This is an optimization exercise on Yosys and OpenROAD, whose aim is small area, a short achievable clock period and few clock cycles per item, not a production implementation.
The RTL was checked by simulation tests, not by an equivalence proof against the original design.
No activity file was given, so power comes from the tool's default toggle rates.

// comb_alu
module comb_alu (
    input  wire        clk,
    input  wire        rst,         
    input  wire        in_valid,
    output wire        in_ready,
    input  wire [3:0]  in_op,       
    input  wire [2:0]  in_fmt,      
    input  wire        in_wrap,     
    input  wire        in_last,
    input  wire [31:0] in_data,     
    input  wire [23:0] in_rank,     
    input  wire [31:0] in_index,    
    output reg         out_valid,
    input  wire        out_ready,
    output reg  [31:0] out_data,
    output reg  [23:0] out_rank,
    output reg  [31:0] out_index,
    output reg  [3:0]  out_flags    
);
Settings: LEC_CHECK=0, CAP_MARGIN=20, CORE_MARGIN=2, CORE_UTILIZATION=40, PLACE_DENSITY=0.55, SLEW_MARGIN=20; clock period 24.0 ns.
run.sh (not shown) runs the stock make flow with config.mk's settings and CLKGATE_MAP_FILE= SYNTH_SCRIPT=/design/flow/synth_recipe.tcl, a recipe that flattens the netlist after the stock synthesis.
Testbench counts at the start, summed over its fixed seeds: cycles 43,593, items 42,001.
Rerun with:
--- a/flow/design.v
+++ b/flow/design.v
@@ -134,60 +134,35 @@
     wire can_cap   = ~f1_v & ~f2_v & (~out_valid | out_ready);
     wire cap_a     = rdy_a & can_cap;
     wire cap_b     = rdy_b & can_cap & ~rdy_a;
     wire cap       = cap_a | cap_b;
     wire [1:0] n_out_nx = n_out + {1'b0, take_last} - {1'b0, xfer};
     wire [1:0] n_unc_nx = n_unc + {1'b0, take_last} - {1'b0, cap};
     wire       guar_nx  = take_last ? (n_out_nx == 2'd1) : guar;
-    function rdy_f;
-        input       tl, orr;
-        reg   [1:0] no, nu;
-        reg         cp, gu;
-        begin
-            cp = rdy_a | rdy_b ? (~f1_v & ~f2_v & (~out_valid | orr)) : 1'b0;
-            no = n_out + {1'b0, tl} - {1'b0, out_valid & orr};
-            nu = n_unc + {1'b0, tl} - {1'b0, cp};
-            gu = tl ? (no == 2'd1) : guar;
-            rdy_f = ~bub1 & (nu == 2'd0 || (nu == 2'd1 && gu));
-        end
-    endfunction
-    wire rdy00 = rdy_f(1'b0, 1'b0), rdy01 = rdy_f(1'b0, 1'b1);
-    wire rdy10 = rdy_f(1'b1, 1'b0), rdy11 = rdy_f(1'b1, 1'b1);
-    wire rdy_nx = take_last ? (~(in_op == OP_SUM || in_op == OP_COUNT) & (out_ready ? rdy11 : rdy10))
-                            : (out_ready ? rdy01 : rdy00);
     reg        i_v, i_last, i_first, i_wrap;
     reg [3:0]  i_op;
     reg [2:0]  i_fmt;
     reg [31:0] i_data;
     reg [23:0] i_rank;
     reg [31:0] i_index;
     reg [7:0]  i_f;                 
-    reg        i_fl0, i_fl7, i_fl8, i_fl15, i_fl16, i_fl31;
-    wire       in_fneg = (in_fmt >= 3'd3) && ((in_data & fmt_sign(in_fmt)) != 32'd0);
     reg        i_sum, i_mm, i_max, i_and, i_or, i_xor, i_cnt, i_arg, i_amin;
     always @(posedge clk) begin
         for (k = 0; k < 8; k = k + 1)
             i_f[k] <= (in_fmt == k);
         i_sum   <= (in_op == OP_SUM) || (in_op == OP_COUNT);
         i_mm    <= (in_op == OP_MAX) || (in_op == OP_MIN);
         i_max   <= (in_op == OP_MAX);
         i_and   <= (in_op == OP_AND);
         i_or    <= (in_op == OP_OR);
         i_xor   <= (in_op == OP_XOR);
         i_cnt   <= (in_op == OP_COUNT);
         i_arg   <= (in_op == OP_ARGMAX) || (in_op == OP_ARGMIN);
         i_amin  <= (in_op == OP_ARGMIN);
-        i_data  <= in_data & fmt_mask(in_fmt);
-        i_fl0   <= in_fneg;
-        i_fl7   <= in_fneg | (in_fmt == 3'd0 || in_fmt == 3'd3 || in_fmt == 3'd4);
-        i_fl8   <= in_fneg & ~(in_fmt == 3'd0 || in_fmt == 3'd3 || in_fmt == 3'd4);
-        i_fl15  <= (in_fneg & (in_fmt == 3'd2 || in_fmt == 3'd7)) |
-                   (in_fmt == 3'd1 || in_fmt == 3'd5 || in_fmt == 3'd6);
-        i_fl16  <= in_fneg & (in_fmt == 3'd2 || in_fmt == 3'd7);
-        i_fl31  <= (in_fmt == 3'd2 || in_fmt == 3'd7);
+        i_data  <= in_data;
         i_rank  <= in_rank;
         i_index <= in_index;
         i_op    <= in_op;
         i_fmt   <= in_fmt;
         i_wrap  <= in_wrap;
         i_last  <= in_last;
         i_first <= nxt_first;
@@ -202,22 +177,23 @@
         end else begin
             i_v <= take;
             if (take) nxt_first <= in_last;
             n_out <= n_out_nx;
             n_unc <= n_unc_nx;
             guar  <= guar_nx;
             bub1       <= take_last && (in_op == OP_SUM || in_op == OP_COUNT);
-            in_ready_r <= rdy_nx;
+            in_ready_r <= ~(take_last && (in_op == OP_SUM || in_op == OP_COUNT)) && ~bub1 &&
+                          (n_unc_nx == 2'd0 || (n_unc_nx == 2'd1 && guar_nx));
         end
     end
     wire        i_w8   = i_f[0] | i_f[3] | i_f[4];
     wire        i_w16  = i_f[1] | i_f[5] | i_f[6];
     wire        i_w32  = i_f[2] | i_f[7];
     wire        i_isfp = ~(i_f[0] | i_f[1] | i_f[2]);
-    wire [31:0] i_raw  = i_data;
+    wire [31:0] i_raw  = {i_data[31:16] & {16{i_w32}}, i_data[15:8] & {8{~i_w8}}, i_data[7:0]};
     wire        i_neg  = (i_w8 & i_data[7]) | (i_w16 & i_data[15]) | (i_w32 & i_data[31]);
     wire [31:0] i_sgn  = {i_w32, 15'd0, i_w16, 7'd0, i_w8, 7'd0};
     wire        i_einf = (i_f[4] & (&i_data[6:2])) | (i_f[5] & (&i_data[14:10])) |
                          (i_f[6] & (&i_data[14:7])) | (i_f[7] & (&i_data[30:23]));
     wire        i_mnz  = (i_f[4] & (|i_data[1:0])) | (i_f[5] & (|i_data[9:0])) |
                          (i_f[6] & (|i_data[6:0])) | (i_f[7] & (|i_data[22:0]));
     wire        i_isnan = (i_f[3] & (&i_data[6:0])) | (i_einf & i_mnz);
@@ -385,15 +361,17 @@
                 for (n = 0; n < 32; n = n + 2 * l) begin
                     g[n] = g[n + l] | (e[n + l] & g[n]);
                     e[n] = e[n + l] & e[n];
                 end
             ucmp = {g[0], e[0]};
         end
     endfunction
-    wire [31:0] in_key = i_data ^ {i_fl31, {15{i_fl16}}, i_fl15, {7{i_fl8}}, i_fl7, {7{i_fl0}}};
+    wire [31:0] in_key = i_isfp ? (i_neg ? (~i_raw & {{16{i_w32}}, {8{~i_w8}}, 8'hFF})
+                                         : (i_raw | i_sgn))
+                                : (i_raw ^ i_sgn);
     wire [1:0]  kc       = ucmp(in_key, best);
     wire        key_gt   = kc[1];
     wire        key_eq   = kc[0];
     wire        key_lt   = ~kc[1] & ~kc[0];
     wire [1:0]  rc       = ucmp({8'd0, best_rank}, {8'd0, i_rank});
     wire        rank_lt  = rc[1];
     wire        arg_better = i_amin ? key_lt : key_gt;
=>
- The changed run completed with no timing, DRC or antenna violations
- core utilization is higher by 0.35 points
- clock power went up by about 2%
- combinational power went up by about 6%
- synthesized cell count climbs by 0.99%
- sequential share of layout area stays flat
- design area came out lower by 0.33%
- power went up by 3.0%
- wire length climbs by 3.5%
- clock skew fell by 0.0090 ns
- clock-buffer cell count fell by 25
- hold slack gains 0.011 ns
- synthesized area is lower by 0.89%
- final cell count grows by 0.73%
Testbench counts after the change, summed over its fixed seeds: cycles 43,593, items 42,001.

static timing again, ports no longer ideal:
No port has a modelled driver above. Below, the same layouts with a new extraction and two added sets of constraints.
Step 1 sets driving cells, clkbuf_16 on the clock port and buf_2 on the other inputs (assumed; they add their load-dependent delay and slew).
Step 2 moves the port delays by t, midway between the first and last clock arrival at a register: inputs arrive t later, outputs are due t later. That takes back most of the time a late clock gives input paths.
Slacks: ideal ports / drivers / drivers and shift; pairs: ideal ports / drivers.
| run | shift t [ns] | slack for setup (ns) | worst setup path at the end | latest minus earliest clock arrival (ns) | pins driven straight from the clock port |
|---|---|---|---|---|---|
| the first run | 0.806 | 17.480 / 17.406 / 16.968 | input to register | 0.041 / 0.042 | 1 |
| the second run | 0.804 | 16.568 / 16.568 / 16.568 | register to register | 0.033 / 0.033 | 1 |
After both steps every run listed still meets setup and hold. For the first run, which loses most, drivers alone change the setup slack by -0.074 ns; drivers and shift together by -0.512 ns.
